This is an optimization exercise on Yosys and OpenROAD, whose aim is small area and a short achievable clock period, not a production implementation. Where RTL was checked, it was by simulation tests only, not by an equivalence proof against the original. Function not checked in runs 1 to 3: the RTL went through the layout flow alone.

<file path="flow/config.mk">
export PLATFORM = sky130hd
export DESIGN_NAME = pst_rx
export DESIGN_NICKNAME = pst_rx
export VERILOG_FILES = /design/flow/design.v
export SDC_FILE = /design/flow/constraint.sdc
export NUM_CORES = 4
export LEC_CHECK = 0
export CAP_MARGIN = 20
export CORE_MARGIN = 2
export CORE_UTILIZATION = 40
export PLACE_DENSITY = 0.6
export SLEW_MARGIN = 20
</file>
<file path="flow/constraint.sdc">
create_clock -name core_clock -period 13.0 [get_ports {clk}]
set_input_delay 2.6000 -clock core_clock [delete_from_list [all_inputs] [get_ports {clk}]]
set_output_delay 2.6000 -clock core_clock [all_outputs]
set_load 0.01 [all_outputs]
</file>
<file path="flow/design.v">
module pst_phy_rx (
    input  wire        clk,
    input  wire        rst,            
    input  wire        in_valid,       
    input  wire [65:0] in_data,        
    input  wire        inv_auto,       
    input  wire        restart,        
    input  wire        lockloss_clr,   
    output reg         out_valid,      
    output reg         out_ctrl,       
    output reg  [63:0] out_data,       
    output wire        locked,         
    output wire        rx_inv,         
    output wire        inv_event,      
    output reg  [31:0] blkerr,         
    output reg  [15:0] lockloss        
);
    reg  [65:0] prev_word;     
    reg  [6:0]  boundary;      
    reg  [5:0]  hunt_cnt;      
    reg  [63:0] err_hist;      
    reg  [3:0]  err_cnt;       
    reg  [57:0] scr_state;     
    reg         locked_q;      
    reg         rx_inv_q;      
    reg         inv_pend;      
    reg         inv_cand;      
    reg  [5:0]  inv_run_q;     
    reg  [1:0]  hdr_q;         
    wire [63:0] cpl = ~out_data;
    wire is_train   = (cpl[7:0] == 8'h01) && (cpl[15:12] == 4'h0) &&
                      (cpl[63:16] == 48'h3C3C_3C3C_3C3C);
    wire is_losidle = (cpl[7:0] == 8'h02) && (cpl[8] == 1'b0);
    wire is_idle    = (cpl[7:0] == 8'h03) && (cpl[63:8] == 56'd0);
    wire is_cpl     = is_train || is_losidle || is_idle;
    wire fire = inv_cand & is_cpl;
    assign inv_event = fire;
    assign locked    = locked_q & ~fire;
    assign rx_inv    = rx_inv_q | fire;
    wire [5:0] inv_run = !inv_pend ? inv_run_q :
                         (is_cpl && !fire) ? (inv_run_q == 6'd32 ? 6'd32 : inv_run_q + 6'd1) :
                         6'd0;
    wire [65:0]  word    = in_data ^ {66{rx_inv}};
    wire [131:0] window  = {word, prev_word};
    wire [129:0] st7 = window[131:2];
    wire [129:0] st6;
    wire [97:0]  st5;
    wire [81:0]  st4;
    wire [73:0]  st3;
    wire [69:0]  st2;
    wire [67:0]  st1;
    wire [66:0]  sh;
    genvar g;
    generate
        for (g = 0; g < 130; g = g + 1) begin : g_st6
            if (g <= 65)      assign st6[g] = boundary[6] ? st7[g + 64] : st7[g];
            else if (g <= 67) assign st6[g] = boundary[6] ? 1'b0 : st7[g];
            else              assign st6[g] = st7[g];
        end
        for (g = 0; g < 98; g = g + 1) begin : g_st5
            assign st5[g] = boundary[5] ? st6[g + 32] : st6[g];
        end
        for (g = 0; g < 82; g = g + 1) begin : g_st4
            assign st4[g] = boundary[4] ? st5[g + 16] : st5[g];
        end
        for (g = 0; g < 74; g = g + 1) begin : g_st3
            assign st3[g] = boundary[3] ? st4[g + 8] : st4[g];
        end
        for (g = 0; g < 70; g = g + 1) begin : g_st2
            assign st2[g] = boundary[2] ? st3[g + 4] : st3[g];
        end
        for (g = 0; g < 68; g = g + 1) begin : g_st1
            assign st1[g] = boundary[1] ? st2[g + 2] : st2[g];
        end
        for (g = 0; g < 67; g = g + 1) begin : g_st0
            assign sh[g] = boundary[0] ? st1[g + 1] : st1[g];
        end
    endgenerate
    wire [63:0]  scrambled = sh[63:0];
    wire [121:0] scr_ext = {scrambled, scr_state};
    reg  [63:0]  payload;
    integer j;
    always @(*) begin
        for (j = 0; j < 64; j = j + 1)
            payload[j] = scr_ext[58 + j] ^ scr_ext[19 + j] ^ scr_ext[j];
    end
    wire         b65 = (boundary == 7'd65);
    wire         h0 = hdr_q[0];
    wire         h1 = b65 ? word[0] : hdr_q[1];
    wire         hdr_valid = h0 ^ h1;
    wire         hdr_data  = h1;           
    wire cut     = in_valid & ~restart;
    wire lk_cut  = cut & locked;
    wire slip    = cut & ~locked & ~hdr_valid;
    wire drop    = lk_cut & ~hdr_valid & (err_cnt == 4'd15) & ~err_hist[63];
    always @(posedge clk) begin
        if (in_valid)
            prev_word[65:2] <= word[65:2];
        out_data <= payload;
        if (in_valid)
            scr_state <= scrambled[63:6];
        out_ctrl <= h0;
        if (cut)
            err_hist <= {err_hist[62:0], ~hdr_valid};
        if (!locked)
            err_cnt <= 4'd0;
        else if (cut)
            err_cnt <= err_cnt + {3'd0, ~hdr_valid} - {3'd0, err_hist[63]};
        if (rst) begin
            prev_word[1:0] <= 2'd0;
            hdr_q     <= 2'd0;
            boundary  <= 7'd0;
            hunt_cnt  <= 6'd0;
            out_valid <= 1'b0;
            locked_q  <= 1'b0;
            rx_inv_q  <= 1'b0;
            inv_pend  <= 1'b0;
            inv_cand  <= 1'b0;
            inv_run_q <= 6'd0;
            blkerr    <= 32'd0;
            lockloss  <= 16'd0;
        end else begin
            if (in_valid) begin
                prev_word[1:0] <= word[1:0];
                if (slip)
                    hdr_q <= b65 ? word[1:0] : sh[66:65];
                else
                    hdr_q <= sh[65:64];
            end
            out_valid <= lk_cut & hdr_valid;
            inv_pend  <= lk_cut & hdr_valid & hdr_data & ~drop;
            inv_cand  <= lk_cut & hdr_valid & hdr_data & ~drop & inv_auto &
                         (inv_run[5] | (&inv_run[4:0]));
            rx_inv_q  <= rx_inv & ~restart;
            locked_q  <= locked;
            inv_run_q <= inv_run;
            if (lockloss_clr)
                lockloss <= 16'd0;
            if (lk_cut & ~hdr_valid)
                blkerr <= blkerr + 32'd1;
            if (drop && (lockloss != 16'hFFFF || lockloss_clr))
                lockloss <= lockloss_clr ? 16'd1 : lockloss + 16'd1;
            if (restart) begin
                locked_q  <= 1'b0;
                hunt_cnt  <= 6'd0;
                inv_run_q <= 6'd0;
            end else if (in_valid) begin
                if (!locked) begin
                    if (hdr_valid) begin
                        hunt_cnt <= hunt_cnt + 6'd1;
                        if (hunt_cnt == 6'd63)
                            locked_q <= 1'b1;
                    end else begin
                        hunt_cnt <= 6'd0;
                        boundary <= (boundary == 7'd65) ? 7'd0 : boundary + 7'd1;
                    end
                    inv_run_q <= 6'd0;
                end else begin
                    if (drop)
                        locked_q <= 1'b0;
                    if (!(hdr_valid & hdr_data) | drop)
                        inv_run_q <= 6'd0;
                end
            end
        end
    end
endmodule
module pst_frame_rx (
    input  wire        clk,
    input  wire        rst,             
    input  wire        blk_valid,       
    input  wire        blk_ctrl,        
    input  wire [63:0] blk_data,        
    input  wire        locked,          
    output reg         fr_sof,          
    output reg         fr_valid,        
    output reg  [63:0] fr_data,
    output reg         fr_end,          
    output reg         fr_good,         
    output reg  [15:0] frame_ok,        
    output reg  [15:0] frame_err        
);
    localparam [7:0] T_OWN  = 8'h10;
    localparam [7:0] T_SOF  = 8'h11;
    localparam [7:0] T_EOF  = 8'h12;
    localparam [7:0] T_MARK = 8'h13;
    localparam [31:0] CRC_IDLE = 32'hF0958FC8;
    reg        run_take;         
    reg [5:0]  run_left;         
    wire       run_active = |run_left;
    reg        in_frame;
    reg [5:0]  f_rem;            
    reg [31:0] f_crc;            
    function type_len_ok;
        input [7:0] t;
        input [4:0] len;
        begin
            case (t)
                8'h01:   type_len_ok = (len == 5'd8);
                8'h02:   type_len_ok = (len == 5'd6);
                8'h03:   type_len_ok = (len == 5'd8);
                8'h04:   type_len_ok = (len >= 5'd1);
                8'h05:   type_len_ok = (len == 5'd3);
                8'h06:   type_len_ok = (len == 5'd0) || (len == 5'd4);
                8'h07:   type_len_ok = (len >= 5'd2);
                default: type_len_ok = 1'b0;
            endcase
        end
    endfunction
    wire [7:0] btype   = blk_data[7:0];
    wire       is_mark = blk_ctrl && (btype == T_MARK);
    wire       is_own  = blk_ctrl && (btype == T_OWN);
    wire       is_sof  = blk_ctrl && (btype == T_SOF);
    wire       is_eof  = blk_ctrl && (btype == T_EOF);
    wire       is_data = !blk_ctrl;
    wire [31:0] crc_next;
    pst_crc64 u_crc (.c(f_crc), .d(blk_data), .q(crc_next));
    wire        eof_good = (blk_data[39:8] == ~f_crc) && (f_rem == 6'd0);
    wire        blk      = locked && blk_valid && !is_mark;
    wire        in_run   = blk && run_active;
    wire        last_blk = run_left == 6'd1;
    wire        take     = in_run && run_take;
    wire        open_sof = take && !in_frame && is_sof;
    wire        dat      = take && in_frame && is_data;
    wire        close    = take && in_frame && !is_data;        
    wire        good     = close && is_eof && eof_good;
    wire        end_bad  = (!locked && in_frame) ||
                           ((open_sof || dat) && last_blk) || (close && !good);
    wire        frame_nx = in_frame ? (locked && !(take && (close || (dat && last_blk))))
                                    : (open_sof && !last_blk);
    always @(posedge clk) begin
        fr_data <= blk_data;
        if (!frame_nx)
            f_crc <= CRC_IDLE;
        else if (open_sof || dat)
            f_crc <= crc_next;
        if (open_sof)
            f_rem <= type_len_ok(blk_data[15:8], blk_data[20:16]) ?
                     {1'b0, blk_data[20:16]} : 6'd63;
        else if (dat)
            f_rem <= f_rem - 6'd1;
        if (rst) begin
            run_take   <= 1'b0;
            run_left   <= 6'd0;
            in_frame   <= 1'b0;
            f_crc      <= CRC_IDLE;
            fr_sof     <= 1'b0;
            fr_valid   <= 1'b0;
            fr_end     <= 1'b0;
            fr_good    <= 1'b0;
            frame_ok   <= 16'd0;
            frame_err  <= 16'd0;
        end else begin
            fr_sof   <= open_sof;
            fr_valid <= dat;
            fr_end   <= end_bad || good;
            fr_good  <= good;
            in_frame <= frame_nx;
            if (good)
                frame_ok <= frame_ok + 16'd1;
            if (end_bad)
                frame_err <= frame_err + 16'd1;
            if (!locked) begin
                run_take <= 1'b0;
                run_left <= 6'd0;
            end else if (blk) begin
                if (!run_active) begin
                    if (is_own) begin
                        run_left <= blk_data[21:16];
                        run_take <= blk_data[24];
                    end
                end else begin
                    run_left <= run_left - 6'd1;
                end
            end
        end
    end
endmodule
module pst_crc64 (
    input  wire [31:0] c,
    input  wire [63:0] d,
    output wire [31:0] q
);
    wire [31:0] x = c ^ d[31:0];
    wire t64 = x[3] ^ x[13];
    wire t65 = x[4] ^ d[39];
    wire t66 = x[11] ^ d[32];
    wire t67 = x[6] ^ x[16];
    wire t68 = x[7] ^ x[12];
    wire t69 = d[36] ^ d[54];
    wire t70 = x[5] ^ x[15];
    wire t71 = x[8] ^ d[37];
    wire t72 = x[9] ^ d[38];
    wire t73 = x[19] ^ d[34];
    wire t74 = x[30] ^ d[55];
    wire t75 = x[10] ^ d[56];
    wire t76 = d[47] ^ t64;
    wire t77 = x[1] ^ x[14];
    wire t78 = x[0] ^ d[35];
    wire t79 = x[31] ^ d[61];
    wire t80 = d[45] ^ t66;
    wire t81 = x[20] ^ d[40];
    wire t82 = x[2] ^ d[59];
    wire t83 = x[21] ^ d[41];
    wire t84 = x[22] ^ d[42];
    wire t85 = d[50] ^ d[57];
    wire t86 = x[23] ^ d[43];
    wire t87 = x[24] ^ d[44];
    wire t88 = x[25] ^ d[52];
    wire t89 = x[26] ^ d[46];
    wire t90 = d[48] ^ d[60];
    wire t91 = x[17] ^ d[63];
    wire t92 = d[33] ^ d[58];
    wire t93 = x[27] ^ d[49];
    wire t94 = x[29] ^ d[51];
    wire t95 = x[18] ^ t70;
    wire t96 = d[62] ^ t85;
    wire t97 = t67 ^ t69;
    wire t98 = d[53] ^ t83;
    wire t99 = t65 ^ t75;
    wire t100 = d[63] ^ t71;
    wire t101 = t74 ^ t90;
    wire t102 = x[28] ^ t89;
    wire t103 = d[35] ^ t72;
    wire t104 = t68 ^ t84;
    wire t105 = x[5] ^ t79;
    wire t106 = x[28] ^ d[34];
    wire t107 = x[12] ^ d[60];
    wire t108 = x[13] ^ d[51];
    wire t109 = d[39] ^ d[58];
    wire t110 = t73 ^ t81;
    wire t111 = x[11] ^ t82;
    wire t112 = x[19] ^ t77;
    wire t113 = x[20] ^ t86;
    wire t114 = t65 ^ t108;
    wire t115 = x[7] ^ t87;
    wire t116 = x[9] ^ t91;
    wire t117 = t88 ^ t94;
    wire t118 = d[61] ^ t104;
    wire t119 = x[25] ^ t80;
    wire t120 = t68 ^ t102;
    wire t121 = t76 ^ t78;
    wire t122 = t93 ^ t100;
    wire t123 = x[17] ^ d[37];
    wire t124 = x[31] ^ d[36];
    wire t125 = x[18] ^ d[56];
    wire t126 = d[38] ^ d[40];
    wire t127 = x[3] ^ x[22];
    wire t128 = x[8] ^ d[45];
    wire t129 = x[24] ^ d[33];
    wire t130 = x[12] ^ d[54];
    wire t131 = x[26] ^ d[53];
    wire t132 = d[32] ^ d[57];
    wire t133 = d[59] ^ d[62];
    wire t134 = x[4] ^ x[23];
    wire t135 = x[27] ^ t77;
    wire t136 = t78 ^ t107;
    wire t137 = d[41] ^ t92;
    wire t138 = x[21] ^ t82;
    wire t139 = d[34] ^ t109;
    wire t140 = x[15] ^ t67;
    wire t141 = d[44] ^ t70;
    wire t142 = d[46] ^ t71;
    wire t143 = x[16] ^ t72;
    wire t144 = d[49] ^ t79;
    wire t145 = d[33] ^ t95;
    wire t146 = t81 ^ t98;
    wire t147 = x[2] ^ t80;
    wire t148 = t88 ^ t101;
    wire t149 = t96 ^ t116;
    wire t150 = t95 ^ t97;
    wire t151 = d[47] ^ t122;
    wire t152 = x[10] ^ x[17];
    wire t153 = d[49] ^ d[55];
    wire t154 = x[2] ^ d[36];
    wire t155 = x[0] ^ d[38];
    wire t156 = d[42] ^ d[62];
    wire t157 = d[43] ^ d[57];
    wire t158 = x[29] ^ d[48];
    wire t159 = d[39] ^ d[44];
    wire t160 = d[37] ^ d[50];
    wire t161 = x[13] ^ x[14];
    wire t162 = d[42] ^ d[59];
    wire t163 = x[6] ^ x[18];
    wire t164 = x[0] ^ x[14];
    wire t165 = x[1] ^ x[8];
    wire t166 = x[30] ^ d[50];
    wire t167 = d[48] ^ t92;
    wire t168 = t66 ^ t74;
    wire t169 = t78 ^ t123;
    wire t170 = t106 ^ t124;
    wire t171 = x[1] ^ t66;
    wire t172 = x[29] ^ t125;
    wire t173 = t64 ^ t71;
    wire t174 = t73 ^ t84;
    wire t175 = d[52] ^ t75;
    wire t176 = t86 ^ t155;
    wire t177 = d[40] ^ t87;
    wire t178 = d[53] ^ t93;
    wire t179 = x[16] ^ t69;
    wire t180 = x[21] ^ t106;
    wire t181 = x[28] ^ t127;
    wire t182 = x[27] ^ t130;
    wire t183 = t131 ^ t132;
    wire t184 = x[31] ^ t73;
    wire t185 = d[55] ^ t91;
    wire t186 = x[11] ^ t92;
    wire t187 = t64 ^ t133;
    wire t188 = t65 ^ t103;
    wire t189 = t97 ^ t167;
    wire t190 = t110 ^ t152;
    wire t191 = t68 ^ t111;
    wire t192 = t136 ^ t174;
    wire t193 = d[57] ^ t113;
    wire t194 = t77 ^ t139;
    wire t195 = x[4] ^ t142;
    wire t196 = d[43] ^ t76;
    wire t197 = t115 ^ t180;
    wire t198 = t117 ^ t181;
    wire t199 = t111 ^ t182;
    wire t200 = t99 ^ t161;
    wire t201 = x[30] ^ t96;
    wire t202 = x[9] ^ t101;
    wire t203 = t99 ^ t112;
    wire t204 = t141 ^ t144;
    wire t205 = t67 ^ t76;
    wire t206 = d[46] ^ t114;
    wire t207 = t90 ^ t103;
    wire t208 = t105 ^ t134;
    wire t209 = x[24] ^ t105;
    wire t210 = x[6] ^ t118;
    wire t211 = x[23] ^ t147;
    wire t212 = d[41] ^ t148;
    wire t213 = t120 ^ t121;
    wire t214 = t120 ^ t160;
    wire t215 = t138 ^ t149;
    wire t216 = d[54] ^ t121;
    wire t217 = t150 ^ t151;
    assign q[0] = ((t188 ^ t189) ^ (t190 ^ (t168 ^ ((d[52] ^ x[3]) ^ t135))));
    assign q[1] = ((t145 ^ t146) ^ (t191 ^ ((t153 ^ t169) ^ (t170 ^ t99))));
    assign q[2] = ((((t83 ^ t85) ^ (x[5] ^ t126)) ^ (t171 ^ t172)) ^ ((t173 ^ t97) ^ t192));
    assign q[3] = (t210 ^ (((t112 ^ t114) ^ (t137 ^ t169)) ^ ((t74 ^ (t154 ^ t72)) ^ t193)));
    assign q[4] = (((t176 ^ t95) ^ (t81 ^ (t124 ^ t156))) ^ (t194 ^ ((t115 ^ t138) ^ (t173 ^ t175))));
    assign q[5] = ((t98 ^ ((d[60] ^ t127) ^ (t157 ^ t82))) ^ (((t100 ^ t112) ^ (t140 ^ t177)) ^ (t119 ^ t188)));
    assign q[6] = ((((t135 ^ t141) ^ (t89 ^ (d[35] ^ t73))) ^ t210) ^ (t211 ^ t212));
    assign q[7] = (t213 ^ ((t140 ^ t178) ^ (((d[56] ^ t128) ^ (t129 ^ t154)) ^ ((t156 ^ t79) ^ t113))));
    assign q[8] = ((t196 ^ t197) ^ ((t149 ^ t195) ^ (t179 ^ (((d[32] ^ x[25]) ^ t158) ^ t135))));
    assign q[9] = ((t198 ^ ((((x[1] ^ x[26]) ^ t159) ^ t110) ^ t147)) ^ t217);
    assign q[10] = (t214 ^ (((((x[10] ^ x[29]) ^ t69) ^ t98) ^ t194) ^ t211));
    assign q[11] = ((((t84 ^ t94) ^ t142) ^ t199) ^ (t76 ^ (((d[35] ^ x[15]) ^ t126) ^ (t129 ^ t74))));
    assign q[12] = (t212 ^ ((t143 ^ t170) ^ (t76 ^ ((t65 ^ t86) ^ (x[14] ^ (d[56] ^ x[12]))))));
    assign q[13] = (((t144 ^ t177) ^ t200) ^ (t183 ^ (((d[35] ^ d[42]) ^ t123) ^ (t158 ^ t70))));
    assign q[14] = ((t137 ^ (t93 ^ ((d[43] ^ x[14]) ^ t126))) ^ (t201 ^ (t119 ^ t150)));
    assign q[15] = (t214 ^ ((t184 ^ t185) ^ ((t137 ^ t140) ^ (t162 ^ (d[51] ^ t159)))));
    assign q[16] = ((t196 ^ t202) ^ (t203 ^ (((t162 ^ t163) ^ (t69 ^ t94)) ^ ((x[7] ^ t128) ^ t186))));
    assign q[17] = ((t202 ^ t204) ^ ((t175 ^ ((t157 ^ t164) ^ t110)) ^ (t191 ^ t195)));
    assign q[18] = (((t96 ^ t98) ^ t204) ^ (t205 ^ ((((d[58] ^ x[20]) ^ t107) ^ (t165 ^ t75)) ^ (t103 ^ t80))));
    assign q[19] = (t215 ^ ((((x[10] ^ t164) ^ t80) ^ t118) ^ (t189 ^ t206)));
    assign q[20] = (((t113 ^ (((d[32] ^ x[19]) ^ (x[22] ^ x[30])) ^ (t133 ^ t68))) ^ (t206 ^ t207)) ^ t217);
    assign q[21] = (t216 ^ (((((d[58] ^ d[60]) ^ t166) ^ t171) ^ t122) ^ (t197 ^ t208)));
    assign q[22] = ((t198 ^ t199) ^ (t209 ^ ((((d[62] ^ x[16]) ^ t109) ^ (t128 ^ t166)) ^ t190)));
    assign q[23] = (((t163 ^ (x[31] ^ t134)) ^ (t168 ^ t187)) ^ (t146 ^ ((t102 ^ t116) ^ (t117 ^ t136))));
    assign q[24] = (((t185 ^ ((x[11] ^ x[26]) ^ t104)) ^ (t205 ^ t207)) ^ (t209 ^ ((t139 ^ t172) ^ t146)));
    assign q[25] = (((t186 ^ t187) ^ t118) ^ (t193 ^ (((d[34] ^ t125) ^ (t153 ^ t165)) ^ ((t83 ^ t88) ^ t143))));
    assign q[26] = (t215 ^ (t200 ^ ((((d[58] ^ x[8]) ^ t131) ^ (t86 ^ t87)) ^ t192)));
    assign q[27] = (((t91 ^ ((d[45] ^ d[59]) ^ (d[61] ^ x[22]))) ^ t145) ^ (t148 ^ (((t132 ^ t67) ^ (t73 ^ t87)) ^ (t114 ^ t176))));
    assign q[28] = (((t115 ^ t178) ^ t119) ^ (t208 ^ (((t69 ^ t72) ^ (t75 ^ t89)) ^ ((x[3] ^ (d[62] ^ x[18])) ^ t101))));
    assign q[29] = (t151 ^ ((((t129 ^ t130) ^ (x[6] ^ (d[55] ^ x[19]))) ^ (t102 ^ t105)) ^ ((t96 ^ t99) ^ t119)));
    assign q[30] = (t213 ^ ((t179 ^ ((x[5] ^ t91) ^ t117)) ^ (t201 ^ t203)));
    assign q[31] = (t216 ^ (((t100 ^ t143) ^ (t183 ^ t184)) ^ ((t94 ^ (x[2] ^ (d[39] ^ x[10]))) ^ t145)));
endmodule
module pst_rx (
    input  wire        clk,
    input  wire        rst,            
    input  wire        in_valid,       
    input  wire [65:0] in_data,        
    input  wire        inv_auto,       
    input  wire        restart,        
    input  wire        lockloss_clr,   
    output wire        blk_valid,
    output wire        blk_ctrl,
    output wire [63:0] blk_data,
    output wire        locked,
    output wire        rx_inv,
    output wire        inv_event,
    output wire [31:0] blkerr,
    output wire [15:0] lockloss,
    output wire        fr_sof,
    output wire        fr_valid,
    output wire [63:0] fr_data,
    output wire        fr_end,
    output wire        fr_good,
    output wire [15:0] frame_ok,
    output wire [15:0] frame_err
);
    pst_phy_rx u_phy (
        .clk(clk), .rst(rst), .in_valid(in_valid), .in_data(in_data),
        .inv_auto(inv_auto), .restart(restart), .lockloss_clr(lockloss_clr),
        .out_valid(blk_valid), .out_ctrl(blk_ctrl), .out_data(blk_data),
        .locked(locked), .rx_inv(rx_inv), .inv_event(inv_event),
        .blkerr(blkerr), .lockloss(lockloss));
    pst_frame_rx u_frame (
        .clk(clk), .rst(rst),
        .blk_valid(blk_valid), .blk_ctrl(blk_ctrl), .blk_data(blk_data),
        .locked(locked),
        .fr_sof(fr_sof), .fr_valid(fr_valid), .fr_data(fr_data),
        .fr_end(fr_end), .fr_good(fr_good),
        .frame_ok(frame_ok), .frame_err(frame_err));
endmodule
</file>
<file path="flow/flow/run.sh">
#!/bin/bash
# The standard ORFS layout (standard.sh, the standard flow's SDC and config), with:
# - synthesis by flow/lean_synth.tcl: the standard flow's synthesis script with an
#   area-oriented ABC mapping script (flow/lean.abc); same flip-flops/names;
set -euo pipefail
W=$(pwd)
export LEAN_ABC_SCRIPT="$W/flow/lean.abc"
mapfile -t ARGS < <(grep -v '^#' flow/make_args.txt | sed '/^$/d')
bash standard.sh "SYNTH_SCRIPT=$W/flow/lean_synth.tcl" "${ARGS[@]}" finish > standard_flow.log 2>&1
</file>
<file path="flow/flow/lean.abc">
&get -n
&st
&dch
&nf
&put
topo
stime -c
</file>
<file path="flow/flow/lean_synth.tcl">
# The standard flow's synthesis script (synth_recipe.tcl) with one change: ABC maps the
# logic with flow/lean.abc (area-oriented mapping, no buffering or upsizing)
# instead of ORFS's speed script; the layout's timing repair sizes the gates.
# Flip-flops, yosys synth -nofsm -noshare, flattening and renaming as the standard flow's.
proc synth {args} { yosys synth -nofsm -noshare {*}$args }
proc abc {args} {
  set i [lsearch -exact $args -script]
  if {$i >= 0} { set args [lreplace $args [expr {$i+1}] [expr {$i+1}] $::env(LEAN_ABC_SCRIPT)] }
  yosys abc {*}$args
}
source $::env(SCRIPTS_DIR)/synth.tcl
# left out here: clear keep_hierarchy, flatten, clean up, hide names made inside functions, write 1_2_yosys.v
</file>
<file path="flow/flow/make_args.txt">
SETUP_SLACK_MARGIN=8.3
TNS_END_PERCENT=0
BUFFER_PORTS_ARGS=-buffer_cell sky130_fd_sc_hd__buf_1
</file>
<file path="flow/standard.sh">
#!/bin/bash
# synth_recipe.tcl (not shown) runs the flow's synth.tcl, then flattens the netlist and writes it again
# the make line also repeats each setting of config.mk as NAME=value (left out here)
make -C /OpenROAD-flow-scripts/flow DESIGN_CONFIG=/design/flow/config.mk WORK_HOME=/design/flow/orfs CLKGATE_MAP_FILE= SYNTH_SCRIPT=/design/flow/synth_recipe.tcl "${@:-finish}"
</file>
==> run notes, run 1 <==
CTS tree=done; CP endpoint kind=primary output; Final #Nets=approximately 3000; DRT iter0 DRCs=2421; yosys warns=2; worst path bufs/invs=1; Distinct cells, synth=62; Synth Cell Area=27720 um2; WP data arrival=2.56 ns; post-route ant nets=0; Initial Utilization=0.4041; commonest register cell after synthesis=dfxtp_1; Worst-Margin Slew=1.050 ns; Reg clk slew, reported paths=0.06 ns; Pins Over Slew Limit=0; Placed Instance Area=30350 um2; GP Congestion=0.9765; clk sinks=between 400 and 500; Pre-Repair DR Iteration Count=5; Root Buffer Master=clkbuf_16; H-tree depth=2; Post-DP HPWL=72.21 mm; final period utilization=0.3966; Die Height=267.2 um; Finished Cell Area=33230 um2; IO Count=289; fraction of registers with async set/reset=0; worst-path cell chain=nand4_1 > nor4_2 > nand4_1 > nor2_1 > a21oi_1 > a21o_1 > nor2_1 > clkbuf_2; top-count cell post-synth=xnor2_1; first-pass GRT wire length=142.4 mm; number of flops mapped to enable cells by yosys=192; Final TNS setup=0 ns; hold_sp=u_phy.hdr_q[0]; Rel. slew slack=0.2958; Synth Instances=roughly 2500; Placement Setup Slack=6.209 ns; core area=68590 um2; CP max stage delay=0.51 ns; Clock Skew=0.03616 ns; Synth top area share=0.2080; top cell family by delay on the critical path=simple AND/OR/NAND/NOR gates; clock buffer count from CTS=52; die area=71410 um2; # setup viols final=0; worst setup path class=reg2out; antenna violations before repair=1; hold endpoint=u_phy.out_ctrl; final WL=98.29 mm; CP max stage cell=dfxtp_4; startpoint type of the worst setup path=flip-flop; synth top area cells=edfxtp_1, dfxtp_1, xnor2_1, mux4_2, xor2_1; HP Class=reg2reg; drt wl/cell=24.85 um; Clk Latency, worst-skew pair=~0.64 ns; syn nets=between 2000 and 3000; CP required=10.40 ns; Peak Freq=193.9 MHz; cts hold-fix bufs=0; via/cell ratio=between 5 and 6; reg2reg end=u_phy.out_data[10]; status=timing/DRC/antenna clean; reg2reg start=u_phy.out_data[25]; share of cells above drive strength 1=0.1302; flop2flop setup slack=7.91 ns; MaxCap Viol Count=0; Commonest cells post-synth=xnor2_1, dfxtp_1, xor2_1, edfxtp_1, nor2_1; floorplan row count=between 90 and 100; Hold Fails Final Rpt=0; DRC Markers=0; PortBufs=288; shortest period the worst path allows=5.156 ns; vias in the first global route=21460; RSZ-0062 raised after global routing=yes; area leader, netlist=edfxtp_1; FF+latch count, synth=around 480; grt ovf=0; Core Util, Final=0.4845; n_diodes=0; clk buf depth=3; pin count of the biggest net entering global routing=73; total number of vias=22630; worst-case reg-to-reg path depth=15; width of the die=267.2 um; average instance area after synthesis=between 10 and 15 um2; gr usage total=0.2684; synthesis-to-layout area growth=19.90%; worst hold path depth=0; fin worst setup slack=about 7.8 ns; Seq/Total Area, Yosys=0.4124; crit-path max FO=10
==> logic make-up (layout without fill, tap and decap cells) <==
family | count (synthesis) | count (layout) | share of synthesized area
buffers and inverters | 72 | 549 | 0.009751
AND/OR/NAND/NOR | 607 | 607 | 0.1095
flip-flops | 475 | 475 | 0.4124
AO/OA/AOI/OAI | 377 | 377 | 0.08659
XOR/XNOR | 683 | 683 | 0.2178
multiplexers | 314 | 314 | 0.1546
adder cells (fa/ha/maj) | 20 | 20 | 0.009300
==> sequential cells by signal, indices dropped and copies added (netlist names), 2 cells and up <==
signal / flops
u_phy.err_cnt: 4
u_phy.boundary: 7
u_frame.frame_err: 16
u_phy.err_hist: 64
u_frame.f_crc: 32
u_frame.fr_data: 64
u_phy.scr_state: 58
u_frame.f_rem: 6
u_phy.inv_run_q: 6
u_phy.out_data: 64
u_phy.prev_word: 64
u_phy.hdr_q: 2
u_frame.run_left: 6
u_frame.frame_ok: 16
u_phy.lockloss: 16
u_phy.blkerr: 32
u_phy.hunt_cnt: 6
==> cell usage in the layout (no fill, tap or decap), types with 18 or more instances in the layout <==
| cell type | instances |
|---|---|
| xor2_1 | 197 |
| nor2_1 | 176 |
| nand2_1 | 127 |
| clkbuf_16 | 56 |
| nand3_1 | 27 |
| buf_1 | 282 |
| o21a_1 | 35 |
| o21ai_0 | 62 |
| xnor2_1 | 479 |
| and3_1 | 40 |
| o211ai_1 | 23 |
| a211oi_1 | 32 |
| nor4_1 | 21 |
| mux2_1 | 93 |
| mux4_2 | 82 |
| dfxtp_1 | 214 |
| nor3_1 | 59 |
| mux2i_1 | 131 |
| a21oi_1 | 116 |
| buf_4 | 84 |
| nand4_1 | 58 |
| clkinv_1 | 67 |
| ha_1 | 18 |
| dfxtp_4 | 59 |
| edfxtp_1 | 192 |
==> what timing repair did <==
| action | CTS | global route |
|---|---|---|
| gates cloned | 2 | 1 |
| buffers inserted | 34 | 24 |
| setup endpoints to repair | 201 | 154 |
| pin swaps | 9 | 11 |
| resized for setup | 83 | 47 |
==> worst max-delay path by stage <==
stage	start	end	slack, ns	cells past startpoint
after detailed placement	in_valid	u_phy.blkerr[31]	6.21	15
after global routing	u_phy.out_data[33]	inv_event	7.76	8
after CTS	u_phy.out_data[0]	rx_inv	7.82	8
final	u_phy.out_data[33]	inv_event	7.84	8
after floorplan	u_phy.out_data[35]	u_phy.blkerr[31]	7.01	20
after global placement	in_valid	u_phy.blkerr[31]	6.41	15
==> per-layer routing <==
layer,vias up,share of wire,track usage
met5,-,0,0
met4,0,0.030,0.08503
met3,182,0.082,0.04864
met2,1075,0.45,0.4235
met1,11170,0.44,0.3724
li1,10210,-,-
==> through the flow <==
step / hold WS [ns] / std cells
2_1_floorplan: 0.3553 / 2548
3_3_place_gp: 0.4066 / 3796
3_5_place_dp: 0.4045 / 3796
4_1_cts: 0.4172 / 3930
5_1_grt: 0.4219 / 3956
6_report: 0.4088 / 3956
==> final cells by class <==
| class | count | area [um2] |
|---|---|---|
| Clock buffer | 66 | 1461 |
| Clock inverter | 32 | 470.5 |
| Fill cell | 6291 | 35350 |
| Inverter | 72 | 280.3 |
| Multi-Input combinational cell | 2001 | 16300 |
| Sequential cell | 475 | 11660 |
| Tap cell | 931 | 1165 |
| Timing Repair Buffer | 379 | 1888 |
==> worst register-to-register path: stages (launching register included) <==
cell and delay, ns:
dfxtp_2 0.52, nor4bb_1 0.29, nand4_1 0.16, nor4_1 0.29, a221o_2 0.25, a21oi_4 0.13
buf_4 0.21, bufbuf_16 0.35, xnor2_1 0.23, mux2_1 0.37, mux4_2 0.51, mux2i_1 0.23
mux2_1 0.27, mux2i_1 0.15, o21ai_0 0.60, xnor2_1 0.33
==> inputs of run 2 (changes only) <==
==> flow/flow/lean.abc (replaced) <==
strash
dch
map -a
topo
stime -c
==> run 2 against run 1 <==
Clock skew is 0.0022 ns lower; via count is 9.4% higher; critical path depth is 5 higher; final cell count is 19% higher; first-iteration DRC count is 5.0% lower; flip-flop and latch count stayed put; global-route usage is 0.51 points higher; sequential share of layout area is 0.45 points higher; maximum frequency is 6.1% lower; critical path type unchanged; largest cell class unchanged; highest routed layer is now met5.
==> run notes, run 2 <==
status=timing/DRC/antenna clean; clk sinks=475 (unchanged); Clk Latency, worst-skew pair=0.63 ns (about the same); IO Count=289 (unchanged); vias in the first global route=22690 (+5.7%); Post-DP HPWL=75.41 mm (+4.4%); worst setup path class=reg2out; hold_sp=u_phy.out_data[3]; drt wl/cell=21.01 um (-15%); Peak Freq=182.1 MHz (-6.1%); Clock Skew=0.03398 ns (-0.002186 ns); XOR/XNOR share of the synthesized area=0.1993 (-0.01849); CP required=10.40 ns (about the same); core area=67510 um2 (-1.6%); GP Congestion=1.030 (+5.4%); Synth Instances=3397 (+33%); HP Class=reg2reg; Hold Fails Final Rpt=0 (unchanged); reg2reg end=u_phy.out_data[56]; post-route ant nets=0 (unchanged); Fillers=6717 (+6.8%); synthesis-to-layout area growth=18.12%; commonest register cell after synthesis=dfxtp_1; Commonest cells post-synth=nand2_1, xor2_1, o21ai_0, clkinv_1, dfxtp_1; antenna violations before repair=1 (unchanged); worst hold path depth=0 (unchanged); fraction of registers with async set/reset=0 (unchanged); average instance area after synthesis=8.071 um2 (-26%); H-tree depth=2 (unchanged); synth top area cells=edfxtp_1, dfxtp_1, xor2_1, nand2_1, o21ai_0; Rel. slew slack=0.2515 (-0.04428); Finished Cell Area=32390 um2 (-2.5%); most common cell after layout, fill and taps aside=nand2_1; DRT iter0 DRCs=2300 (-5.0%); flop2flop setup slack=7.72 ns (-0.19 ns); Synth Cell Area=27420 um2 (-1.1%); # setup viols final=0 (unchanged); Worst-Margin Slew=1.111 ns (+0.06117 ns); Placed Instance Area=29910 um2 (-1.4%); via/cell ratio=5.249 (-8.3%); yosys warns=2 (unchanged); final WL=99.12 mm (+0.84%); Final TNS setup=0 ns (unchanged); grt ovf=0 (unchanged); pin count of the biggest net entering global routing=87 (+19%); WP data arrival=2.89 ns (+0.33 ns); cts hold-fix bufs=0 (unchanged); Reg clk slew, reported paths=0.06 ns (about the same); CP endpoint kind=primary output; adder-cell area share of the yosys netlist=0.009401 (+0.0001010); startpoint type of the worst setup path=flip-flop; top-count cell post-synth=nand2_1; Final #Nets=3890 (+27%); floorplan row count=95 (-1.0%); commonest non-fill, non-tap cells in the layout=nand2_1, xor2_1, o21ai_0; die area=70660 um2 (-1.1%); Initial Utilization=0.4061 (+0.002000); Synth top area share=0.2103 (+0.002259); gr usage total=0.2735 (+0.005147); Compound-Gate Fraction of Synth Area=0.1250 (+0.03845); final period utilization=0.4223 (+0.02570); Distinct cells, synth=40 (-35%); RSZ-0062 raised after global routing=yes; Die Height=265.8 um (-0.53%); CTS tree=done; clock buffer count from CTS=53 (+1.9%); hold slack=0.3966 ns (-0.01214 ns); width of the die=265.8 um (-0.53%); shortest period the worst path allows=5.490 ns (+0.3341 ns); total number of vias=24760 (+9.4%); Pins Over Slew Limit=0 (unchanged); DRC Markers=0 (unchanged); simple-gate portion of the synthesized area=0.1908 (+0.08128); Seq/Total Area, Yosys=0.4169 (+0.004480); first-pass GRT wire length=145.5 mm (+2.2%); reg2reg start=u_phy.out_data[9]; hold endpoint=u_frame.fr_data[3]; area leader, netlist=edfxtp_1; MaxCap Viol Count=0 (unchanged); Pre-Repair DR Iteration Count=6 (+1); worst-case reg-to-reg path depth=23 (+8); sequential cell area=11510 um2 (-1.3%); PortBufs=288 (unchanged); Root Buffer Master=clkbuf_16; share of cells above drive strength 1=0.07286 (-0.05739); number of flops mapped to enable cells by yosys=192 (unchanged); area of the multi-input gates=14780 um2 (-9.3%); largest family of logic cells by synthesized area=XOR/XNOR gates; syn nets=3489 (+32%); mux cell area share after synthesis=0.006937 (-0.1477); clk buf depth=3 (unchanged); FF+latch count, synth=475 (unchanged); crit-path max FO=6 (-4)
[run 2: cell count changes after synthesis, moves of 93 or more]
cell	before	now
xnor2_1	481	188
o21ai_0	68	389
mux2_1	93	0
nand2_1	129	718
mux2i_1	139	19
xor2_1	198	436
clkinv_1	72	377
[run 2: what timing repair did]
| action | CTS | global route |
|---|---|---|
| resized for setup | 73 | 46 |
| endpoints found under the setup margin | 260 | 228 |
| buffers inserted | 12 | 10 |
| pin swaps | 12 | 15 |
| gates cloned | 3 | 0 |
| hold endpoints to repair | 0 | 0 |
[run 2: logic make-up (layout without fill, tap and decap cells)]
logic type      after synthesis  after routing
compound gates              623            623
mux                          19             19
flops                       475            475
fa+ha+maj                    20             20
simple gates               1259           1259
buf+inv                     377            823
other cells                   0              1
xor+xnor                    624            624
[run 2: critical path, cell delays in order, from the launching register on]
cell	delay, ns
dfxtp_4	0.38
clkinv_2	0.10
nor2_1	0.13
nand3_2	0.18
nor4_4	0.35
nand4_1	0.20
o311ai_2	0.12
nand3_2	0.15
nor2_4	0.19
nor2_4	0.06
buf_12	0.14
buf_16	0.13
clkinv_4	0.03
buf_6	0.08
[run 2: how the worst max path moves through the flow]
stage / from / to / slack, ns / depth (start not counted)
after detailed placement: u_phy.out_data[8] / u_phy.lockloss[15] / 6.22 / 28
after CTS: u_phy.out_data[45] / rx_inv / 7.43 / 12
after global routing: in_data[0] / u_phy.blkerr[30] / 7.35 / 24
final: u_phy.out_data[9] / rx_inv / 7.51 / 13
after floorplan: in_valid / u_phy.blkerr[30] / 6.94 / 18
after global placement: u_phy.out_data[8] / u_phy.lockloss[15] / 6.46 / 28
[run 2: area by class of cell]
class                           instances  area share
Clock buffer                           73     0.04713
Multi-Input combinational cell       2545      0.4564
Timing Repair Buffer                  346     0.05092
Inverter                              377     0.04493
Sequential cell                       475      0.3555
Antenna cell                            1  0.00007727
Clock inverter                         27     0.01132
Tap cell                              873     0.03373
[run 2: metrics by stage]
step / instances / setup slack (ns) / util
6_report: 4717 / 7.510 / 0.4797
5_1_grt: 4716 / 7.355 / 0.4797
4_1_cts: 4706 / 7.433 / 0.4768
3_5_place_dp: 4591 / 6.219 / 0.4430
3_3_place_gp: 4591 / 6.460 / 0.4430
2_1_floorplan: 3397 / 6.935 / -
[run 2: per-layer routing]
layer	global-route usage	wire length (um)	vias to the layer above
met5	0	20	-
met1	0.3686	42960	11520
li1	-	-	12150
met4	0.1045	3995	2
met3	0.03226	5994	202
met2	0.4494	46150	890
==> inputs of run 3 (changes only) <==
--- a/flow/config.mk
+++ b/flow/config.mk
@@ -8,5 +8,6 @@
 export CAP_MARGIN = 20
 export CORE_MARGIN = 2
 export CORE_UTILIZATION = 40
+export CTS_BUF_LIST = sky130_fd_sc_hd__clkbuf_4 sky130_fd_sc_hd__clkbuf_8
 export PLACE_DENSITY = 0.6
 export SLEW_MARGIN = 20
==> run 3 against run 2 <==
Design area hardly changed; critical endpoint unchanged; worst hold slack lost 0.016 ns; still clean.
==> run notes, run 3 <==
gr usage total=0.2755 (+0.002023); reg2reg start=u_phy.out_data[0]; Final #Nets=3918 (+0.72%); PortBufs=288 (unchanged); Pre-Repair DR Iteration Count=6 (unchanged); Root Buffer Master=clkbuf_8; HP Class=reg2reg; Post-DP HPWL=75.41 mm (unchanged); IO Count=289 (unchanged); Synth Instances=3397 (unchanged); CP required=10.40 ns (about the same); H-tree depth=3 (+1); width of the die=265.8 um (unchanged); Final TNS setup=0 ns (unchanged); synthesis-to-layout area growth=18.21% (about the same); hold endpoint=u_phy.out_ctrl; top-count cell post-synth=nand2_1; GP Congestion=1.030 (unchanged); clk buf depth=3 (unchanged); FF+latch count, synth=475 (unchanged); yosys warns=2 (unchanged); Peak Freq=179.8 MHz (-1.3%); via/cell ratio=5.208 (-0.79%); synth top area cells=edfxtp_1, dfxtp_1, xor2_1, nand2_1, o21ai_0; max layer used=met5; Hold Fails Final Rpt=0 (unchanged); post-route ant nets=0 (unchanged); total number of vias=24840 (+0.30%); average instance area after synthesis=8.071 um2 (unchanged); DR WL met3=6.481 mm (+8.1%); RSZ-0062 raised after global routing=yes; Rel. slew slack=0.2678 (+0.01632); area leader, netlist=edfxtp_1; shortest period the worst path allows=5.561 ns (+0.07044 ns); Commonest cells post-synth=nand2_1, xor2_1, o21ai_0, clkinv_1, dfxtp_1; die area=70660 um2 (unchanged); share of cells above drive strength 1=0.08678 (+0.01392); pin count of the biggest net entering global routing=87 (unchanged); worst-case reg-to-reg path depth=20 (-13%); vias in the first global route=22960 (+1.2%); Synth Cell Area=27420 um2 (unchanged); grt ovf=0 (unchanged); Distinct cells, synth=40 (unchanged); Clk Latency, worst-skew pair=0.71 ns (+0.08 ns); Clock Skew=0.04117 ns (+0.007193 ns); M1 WL=43.12 mm (+0.39%); clk sinks=475 (unchanged); floorplan row count=95 (unchanged); CP endpoint kind=primary output; syn nets=3489 (unchanged); DRC Markers=0 (unchanged); fraction of registers with async set/reset=0 (unchanged); commonest non-fill, non-tap cells in the layout=nand2_1, xor2_1, o21ai_0; most common cell after layout, fill and taps aside=nand2_1; final WL=99.47 mm (+0.36%); startpoint type of the worst setup path=flip-flop; Initial Utilization=0.4061 (unchanged); commonest register cell after synthesis=dfxtp_1; Pins Over Slew Limit=0 (unchanged); first-pass GRT wire length=146.2 mm (+0.45%); final period utilization=0.4277 (+0.005418); number of flops mapped to enable cells by yosys=192 (unchanged); Worst-Margin Slew=1.087 ns (-0.02422 ns); flop2flop setup slack=7.69 ns (-0.03 ns); antenna violations before repair=3 (+2); core area=67510 um2 (unchanged); Synth top area share=0.2103 (unchanged); status=timing/DRC/antenna clean; crit-path max FO=7 (+1); reg2reg end=u_phy.out_data[40]; CTS tree=done; drt wl/cell=20.86 um (-0.74%); met2 wire length=45.93 mm (-0.47%); DRT iter0 DRCs=2161 (-6.0%); WP data arrival=2.96 ns (+0.07 ns); Seq/Total Area, Yosys=0.4169 (unchanged); Die Height=265.8 um (unchanged); clock buffer count from CTS=84 (+58%); Reg clk slew, reported paths=0.06 ns (about the same); worst setup path class=reg2out; # setup viols final=0 (unchanged); worst hold path depth=0 (unchanged); hold_sp=u_phy.hdr_q[0]; beginning of the critical path=u_phy.out_data[0]; MaxCap Viol Count=0 (unchanged)
==> run 3: worst max-delay path, stage by stage (launching register included) <==
cell,delay [ns]
dfxtp_1,0.57
clkinv_1,0.15
nor2_1,0.23
clkinv_1,0.18
o311ai_2,0.32
nand3_2,0.16
nor2_4,0.19
nor2_4,0.06
buf_12,0.14
buf_16,0.13
clkinv_4,0.03
buf_6,0.08
==> run 3: what timing repair did <==
action                                  in CTS  in global routing
pin swaps                                   11                 11
endpoints found under the hold margin        0                  0
cloned                                       3                  0
endpoints found under the setup margin     261                232
buffers inserted                            11                  8
hold buffers                                 0                  0
gates resized for setup                     74                 43
==> run 3: worst max path at each step <==
stage / slack (ns) / to / cells after the start
final: 7.44 / rx_inv / 11
after global routing: 7.36 / rx_inv / 12
after CTS: 7.34 / rx_inv / 12
after detailed placement: 6.22 / u_phy.lockloss[15] / 28
after global placement: 6.46 / u_phy.lockloss[15] / 28
after floorplan: 6.94 / u_phy.blkerr[30] / 18
==> run 3: layer usage <==
metal / vias up / global-route usage
met4: 4 / 0.1090
li1: 12200 / -
met2: 876 / 0.4490
met3: 200 / 0.04298
met1: 11560 / 0.3663
met5: - / 0
==> run 3: area by class of cell <==
type | count | area, um2
clock buffers | 123 | 1568
flip-flops and latches | 475 | 11520
inverters | 377 | 1458
well taps | 873 | 1092
diodes | 1 | 2.502
clock inverters | 32 | 390.4
multi-input cells | 2545 | 14760
repair buffers | 343 | 1627
fillers | 6747 | 35100
==> run 3: cell families (layout without fill, tap and decap cells) <==
| group | Yosys count | in the layout | share of synthesized area |
|---|---|---|---|
| AND/OR/NAND/NOR | 1259 | 1259 | 0.1908 |
| XOR/XNOR | 624 | 624 | 0.1993 |
| AO/OA/AOI/OAI | 623 | 623 | 0.1250 |
| flip-flops | 475 | 475 | 0.4169 |
| buffers and inverters | 377 | 875 | 0.05161 |
| adder cells (fa/ha/maj) | 20 | 20 | 0.009401 |
| multiplexers | 19 | 19 | 0.006936 |
| other | 0 | 1 | 0 |
==> run 3: through the flow <==
step / instance area (um2) / hold slack, ns / std cells / util / worst slack, ns
after floorplan: 27470 / 0.3518 / 3397 / - / 6.935
after CTS: 32240 / 0.3821 / 4760 / 0.4776 / 7.337
after global placement: 29910 / 0.3954 / 4591 / 0.4430 / 6.460
after global routing: 32410 / 0.3984 / 4769 / 0.4801 / 7.356
final: 32410 / 0.3802 / 4769 / 0.4801 / 7.439
after detailed placement: 29910 / 0.4045 / 4591 / 0.4430 / 6.219
==> inputs of run 4 (changes only) <==
--- a/flow/design.v
+++ b/flow/design.v
@@ -27,6 +27,7 @@
     reg         inv_cand;      
     reg  [5:0]  inv_run_q;     
     reg  [1:0]  hdr_q;         
+    reg         hdr_pol;       
     wire [63:0] cpl = ~out_data;
     wire is_train   = (cpl[7:0] == 8'h01) && (cpl[15:12] == 4'h0) &&
                       (cpl[63:16] == 48'h3C3C_3C3C_3C3C);
@@ -40,7 +41,7 @@
     wire [5:0] inv_run = !inv_pend ? inv_run_q :
                          (is_cpl && !fire) ? (inv_run_q == 6'd32 ? 6'd32 : inv_run_q + 6'd1) :
                          6'd0;
-    wire [65:0]  word    = in_data ^ {66{rx_inv}};
+    wire [65:0]  word    = in_data;
     wire [131:0] window  = {word, prev_word};
     wire [129:0] st7 = window[131:2];
     wire [129:0] st6;
@@ -82,11 +83,11 @@
     integer j;
     always @(*) begin
         for (j = 0; j < 64; j = j + 1)
-            payload[j] = scr_ext[58 + j] ^ scr_ext[19 + j] ^ scr_ext[j];
+            payload[j] = scr_ext[58 + j] ^ scr_ext[19 + j] ^ scr_ext[j] ^ rx_inv_q;
     end
     wire         b65 = (boundary == 7'd65);
-    wire         h0 = hdr_q[0];
-    wire         h1 = b65 ? word[0] : hdr_q[1];
+    wire         h0 = hdr_q[0] ^ hdr_pol;
+    wire         h1 = b65 ? (in_data[0] ^ rx_inv) : (hdr_q[1] ^ hdr_pol);
     wire         hdr_valid = h0 ^ h1;
     wire         hdr_data  = h1;           
     wire cut     = in_valid & ~restart;
@@ -109,6 +110,7 @@
         if (rst) begin
             prev_word[1:0] <= 2'd0;
             hdr_q     <= 2'd0;
+            hdr_pol   <= 1'b0;
             boundary  <= 7'd0;
             hunt_cnt  <= 6'd0;
             out_valid <= 1'b0;
@@ -122,6 +124,7 @@
         end else begin
             if (in_valid) begin
                 prev_word[1:0] <= word[1:0];
+                hdr_pol <= rx_inv;
                 if (slip)
                     hdr_q <= b65 ? word[1:0] : sh[66:65];
                 else
==> flow/flow/lean.abc (replaced) <==
&get -n
&st
&dch
&nf
&put
topo
stime -c
==> flow/config.mk (replaced) <==
export PLATFORM = sky130hd
export DESIGN_NAME = pst_rx
export DESIGN_NICKNAME = pst_rx
export VERILOG_FILES = /design/flow/design.v
export SDC_FILE = /design/flow/constraint.sdc
export NUM_CORES = 4
export LEC_CHECK = 0
export CAP_MARGIN = 20
export CORE_MARGIN = 2
export CORE_UTILIZATION = 65
export CTS_CLUSTER_DIAMETER = 100
export CTS_CLUSTER_SIZE = 22
export PLACE_DENSITY = 0.8
export SLEW_MARGIN = 20
==> run 4 against run 3 <==
Synthesized area down 1.7%; register-to-register slack better by 0.34 ns; final cell count down 28%.
==> run notes, run 4 <==
GP Congestion=1.038 (+0.83%); CTS tree=done; shortest period the worst path allows=5.296 ns (-0.2644 ns); hold_sp=u_phy.out_data[3]; floorplan row count=74 (-22%); average instance area after synthesis=10.58 um2 (+31%); drt wl/cell=26.69 um (+28%); Synth Cell Area=26950 um2 (-1.7%); Worst-Margin Slew=1.338 ns (+0.2511 ns); pin count of the biggest net entering global routing=128 (+47%); core area=40830 um2 (-40%); CP required=10.40 ns (about the same); Clock Skew=0.02347 ns (-0.01770 ns); IO Count=289 (unchanged); Die Height=207.6 um (-22%); critical path depth=7 (-4); WP data arrival=2.70 ns (-0.26 ns); total number of vias=22960 (-7.6%); width of the die=207.6 um (-22%); Peak Freq=188.8 MHz (+5.0%); CP max stage cell=or4_4; final period utilization=0.4074 (-0.02034); DRT iter0 DRCs=3610 (+67%); worst hold path depth=0 (unchanged); Seq/Total Area, Yosys=0.4250 (+0.008041); Synth Instances=2548 (-25%); Pins Over Slew Limit=0 (unchanged); commonest register cell after synthesis=dfxtp_1; FF+latch count, synth=476 (+0.21%); syn nets=2640 (-24%); Distinct cells, synth=65 (+63%); gr usage total=0.4143 (+0.1387); via/cell ratio=6.642 (+28%); fraction of registers with async set/reset=0 (unchanged); Final TNS setup=0 ns (unchanged); worst path bufs/invs=2 (-4); CP endpoint kind=primary output; commonest non-fill, non-tap cells in the layout=xnor2_1, buf_1, dfxtp_1; worst-case reg-to-reg path depth=15 (-25%); first-pass GRT wire length=135.7 mm (-7.1%); Synth top area share=0.2140 (+0.003681); number of flops mapped to enable cells by yosys=192 (unchanged); Reg clk slew, reported paths=0.10 ns (+0.04 ns); PortBufs=288 (unchanged); area leader, netlist=edfxtp_1; antenna violations before repair=1 (-2); yosys warns=2 (unchanged); Clk Latency, worst-skew pair=0.62 ns (-0.09 ns); synth top area cells=edfxtp_1, dfxtp_1, xnor2_1, xor2_1, mux4_2; worst-path cell chain=or4_4 > nor4_4 > nand4_1 > and3_4 > o31ai_4 > clkinv_2 > buf_6; HP Class=reg2reg; Root Buffer Master=clkbuf_16; Pre-Repair DR Iteration Count=8 (+2); startpoint type of the worst setup path=flip-flop; die area=43100 um2 (-39%); top cell family by delay on the critical path=simple AND/OR/NAND/NOR gates; vias in the first global route=21500 (-6.4%); Core Util, Final=0.7378 (+0.2578); MaxCap Viol Count=0 (unchanged); DRC Markers=0 (unchanged); n_diodes=0 (-1); clock buffer count from CTS=26 (-69%); Commonest cells post-synth=xnor2_1, dfxtp_1, nor2_1, xor2_1; post-route ant nets=0 (unchanged); # setup viols final=0 (unchanged); RSZ-0062 raised after global routing=yes; CP max stage delay=0.54 ns (-0.03 ns); worst setup path class=reg2out; final WL=92.23 mm (-7.3%); share of cells above drive strength 1=0.07592 (-0.01085); clk sinks=476 (+0.21%); status=timing/DRC/antenna clean; beginning of the critical path=u_phy.out_data[26]; reg2reg start=u_phy.out_data[26]; synthesis-to-layout area growth=11.80%; Final #Nets=3000 (-23%); Initial Utilization=0.6599 (+0.2538); H-tree depth=1 (-2); Post-DP HPWL=69.01 mm (-8.5%); top-count cell post-synth=xnor2_1; cts hold-fix bufs=0 (unchanged); grt ovf=0 (unchanged); most common cell after layout, fill and taps aside=xnor2_1; Rel. slew slack=0.09549 (-0.1723); crit-path max FO=3 (-4); clk buf depth=3 (unchanged); Hold Fails Final Rpt=0 (unchanged)
-- run 4: cell type report --
type	instances	area, um2
multi-input cells	2030	15570
flip-flops and latches	476	11540
fillers	2886	10710
repair buffers	331	1421
clock buffers	40	703.2
well taps	532	665.6
inverters	43	172.7
clock inverters	4	52.55
-- run 4: worst paths after layout --
| kind | to | slack [ns] |
|---|---|---|
| hold / removal | u_frame.fr_data[3] | 0.42 |
| setup / recovery | locked | 7.70 |
| setup reg to reg | u_frame.frame_err[2] | 8.03 |
| hold reg to reg | u_frame.fr_data[3] | 0.42 |
-- run 4: cells by family (layout without fill, tap and decap cells) --
kind of cell / Yosys count / in the layout / share of synthesized area
fa+ha+maj: 20 / 20 / 0.009565
flops: 476 / 476 / 0.4250
buf+inv: 43 / 418 / 0.005990
mux: 253 / 253 / 0.1284
simple gates: 664 / 664 / 0.1167
compound gates: 409 / 410 / 0.09241
xor+xnor: 683 / 683 / 0.2220
-- run 4: per-layer routing --
layer | track usage | share of wire
met1 | 0.5690 | 0.39
met2 | 0.6574 | 0.45
met5 | 0 | 0.00014
met4 | 0.1567 | 0.048
met3 | 0.07534 | 0.11
-- run 4: through the flow --
stage	instance area [um2]	hold WS (ns)	setup WS, ns	std cells
5_1_grt	30130	0.4259	7.644	3456
3_5_place_dp	28900	0.4045	6.547	3388
4_1_cts	29950	0.4230	7.734	3446
6_report	30130	0.4249	7.704	3456
3_3_place_gp	28890	0.4036	6.808	3388
2_1_floorplan	26980	0.4003	7.847	2548
-- run 4: repair_timing --
action	CTS	global route
pin swaps	3	8
gates resized for setup	59	32
endpoints found under the setup margin	138	146
cloned	1	0
setup buffers	13	10
==> inputs of run 5 (changes only) <==
==> flow/flow/make_args.txt (replaced) <==
SETUP_SLACK_MARGIN=8.3
TNS_END_PERCENT=10
BUFFER_PORTS_ARGS=-buffer_cell sky130_fd_sc_hd__buf_1
==> run 5 against run 4 <==
Clock skew increased by 0.0087 ns; critical path depth unchanged; synthesized area unchanged; maximum frequency decreased by 0.99%; critical path type unchanged; worst hold slack about the same.
==> run notes, run 5 <==
RSZ-0062 raised after global routing=yes; pin count of the biggest net entering global routing=120 (-6.3%); Worst-Margin Slew=1.174 ns (-0.1638 ns); Synth Cell Area=26950 um2 (unchanged); floorplan row count=74 (unchanged); Synth Instances=2548 (unchanged); Commonest cells post-synth=xnor2_1, dfxtp_1, nor2_1, xor2_1; PortBufs=288 (unchanged); core area=40830 um2 (unchanged); FF+latch count, synth=476 (unchanged); CP dominant cell by count=nand4_1; Pins Over Slew Limit=0 (unchanged); Final TNS setup=0 ns (unchanged); antenna violations before repair=2 (+1); Seq/Total Area, Yosys=0.4250 (unchanged); clock buffer count from CTS=26 (unchanged); final WL=89.92 mm (-2.5%); Pre-Repair DR Iteration Count=6 (-2); Hold Fails Final Rpt=0 (unchanged); CTS tree=done; Post-DP HPWL=66.71 mm (-3.3%); reg2reg start=u_phy.out_data[4]; die area=43100 um2 (unchanged); IO Count=289 (unchanged); first-pass GRT wire length=131.9 mm (-2.8%); MaxCap Viol Count=0 (unchanged); # setup viols final=0 (unchanged); Clock Skew=0.03212 ns (+0.008652 ns); Distinct cells, synth=65 (unchanged); status=timing/DRC/antenna clean; average instance area after synthesis=10.58 um2 (unchanged); final period utilization=0.4115 (+0.004083); number of flops mapped to enable cells by yosys=192 (unchanged); share of cells above drive strength 1=0.09165 (+0.01573); HP Class=reg2reg; WP data arrival=2.75 ns (+0.05 ns); post-route ant nets=0 (unchanged); clk buf depth=3 (unchanged); worst setup path class=reg2out; Clk Latency, worst-skew pair=0.61 ns (about the same); vias in the first global route=21410 (-0.41%); Synth top area share=0.2140 (unchanged); yosys warns=2 (unchanged); DRT iter0 DRCs=2739 (-24%); via/cell ratio=6.502 (-2.1%); CP required=10.40 ns (about the same); Initial Utilization=0.6599 (unchanged); CP max stage delay=0.52 ns (-0.02 ns); hold slack=0.4248 ns (-0.0001730 ns); startpoint type of the worst setup path=flip-flop; GP Congestion=1.040 (+0.17%); Rel. slew slack=0.2062 (+0.1107); area leader, netlist=edfxtp_1; worst-path cell chain=nand4_1 > nor4_4 > nand4_1 > and3_4 > o31ai_4 > clkinv_2 > buf_2; CP max stage cell=nor4_4; crit-path max FO=6 (+3); shortest period the worst path allows=5.349 ns (+0.05308 ns); Peak Freq=186.9 MHz (-0.99%); drt wl/cell=25.83 um (-3.2%); syn nets=2640 (unchanged); fraction of registers with async set/reset=0 (unchanged); hold_sp=u_phy.err_hist[62]; H-tree depth=1 (unchanged); gr usage total=0.3998 (-0.01445); synth top area cells=edfxtp_1, dfxtp_1, xnor2_1, xor2_1, mux4_2; Final #Nets=3020 (+0.67%); beginning of the critical path=u_phy.out_data[2]; most common cell after layout, fill and taps aside=xnor2_1; CP endpoint kind=primary output; DRC Markers=0 (unchanged); Root Buffer Master=clkbuf_16; grt ovf=0 (unchanged); commonest register cell after synthesis=dfxtp_1; Die Height=207.6 um (unchanged); Reg clk slew, reported paths=0.09 ns (about the same); clk sinks=476 (unchanged); width of the die=207.6 um (unchanged); cts hold-fix bufs=0 (unchanged); synthesis-to-layout area growth=13.12%; commonest non-fill, non-tap cells in the layout=xnor2_1, buf_1, dfxtp_1; total number of vias=22630 (-1.4%); top-count cell post-synth=xnor2_1
[run 5: layer usage]
layer / vias to the layer above / wire, um / global-route usage
li1: 9985 / - / -
met1: 10780 / 33310 / 0.5141
met2: 1526 / 42940 / 0.6599
met3: 342 / 8201 / 0.05280
met4: 2 / 5450 / 0.2153
met5: - / 14 / 0
[run 5: final timing paths]
check	to	cells after the start	slack [ns]
max	locked	7	7.65
min reg2reg	u_phy.err_hist[63]	0	0.42
max reg2reg	u_phy.lockloss[13]	16	8.31
min	u_phy.err_hist[63]	0	0.42
[run 5: critical path, delay by kind of cell, from the launching register on]
family | cells | cell delay (ns)
and+or+nand+nor | 4 | 1.24
AOI/OAI and AO/OA | 1 | 0.22
DFF | 1 | 0.39
buffers and inverters | 2 | 0.30
[run 5: logic make-up (layout without fill, tap and decap cells)]
kind of cell | Yosys count | after routing | synth area share
adder cells (fa/ha/maj) | 20 | 20 | 0.009565
multiplexers | 253 | 253 | 0.1284
buffers and inverters | 43 | 440 | 0.005990
XOR/XNOR | 683 | 683 | 0.2220
AO/OA/AOI/OAI | 409 | 410 | 0.09241
AND/OR/NAND/NOR | 664 | 664 | 0.1167
other | 0 | 3 | 0
flip-flops | 476 | 476 | 0.4250
[run 5: area by class of cell]
cell class | instances | area [um2]
diodes | 3 | 7.507
clock buffers | 44 | 739.5
clock inverters | 2 | 36.28
fillers | 2790 | 10350
inverters | 43 | 178.9
multi-input cells | 2030 | 15680
flip-flops and latches | 476 | 11560
well taps | 532 | 665.6
repair buffers | 351 | 1612
[run 5: metrics by stage]
stage / utilization / setup WS [ns] / area, um2 / cells
2_1_floorplan: - / 8.114 / 27120 / 2548
3_3_place_gp: 0.7125 / 7.331 / 29090 / 3396
3_5_place_dp: 0.7125 / 7.028 / 29090 / 3396
4_1_cts: 0.7377 / 7.671 / 30120 / 3455
5_1_grt: 0.7463 / 7.661 / 30470 / 3478
6_report: 0.7465 / 7.651 / 30480 / 3481
[run 5: timing repair]
| item | 4_1_cts | 5_1_grt |
|---|---|---|
| pin swaps | 4 | 15 |
| endpoints found under the hold margin | 0 | 0 |
| gates cloned | 1 | 0 |
| endpoints found under the setup margin | 114 | 94 |
| buffers inserted | 12 | 23 |
| resized for setup | 62 | 55 |

what the ideal ports hide:
The results above use ideal ports. As a check the final layouts listed here were re-extracted and re-timed, cells and wires unchanged.
Step 1, drivers: a clkbuf_16 drives clk and a buf_2 each remaining input, both assumed.
Step 2 times the ports against the registers' clock, not the clock port: input delays grow and output delays shrink by t, the midpoint of the rising clock arrivals with the driver on.
a / b / c = no drivers / after step 1 / after step 2; a / b = the first two.
| run | shift t [ns] | slack for setup (ns) | hold WS [ns] | worst setup path at the end | clock arrival spread, ns |
|---|---|---|---|---|---|
| run 1 | 0.690 | 7.844 / 7.775 / 7.294 | 0.409 / 0.409 / 0.409 | input to register | 0.038 / 0.038 |
| run 2 | 0.676 | 7.510 / 7.445 / 7.057 | 0.397 / 0.397 / 0.397 | input to register | 0.034 / 0.034 |
| run 3 | 0.753 | 7.439 / 7.379 / 7.075 | 0.380 / 0.380 / 0.380 | input to register | 0.042 / 0.042 |
| run 4 | 0.667 | 7.704 / 7.643 / 7.126 | 0.425 / 0.425 / 0.425 | input to register | 0.024 / 0.025 |
| run 5 | 0.656 | 7.651 / 7.591 / 7.338 | 0.425 / 0.425 / 0.425 | input to register | 0.032 / 0.032 |
After both steps every run listed still meets setup and hold. For run 4, which loses most, drivers alone change the setup slack by -0.061 ns; drivers and shift together by -0.578 ns.
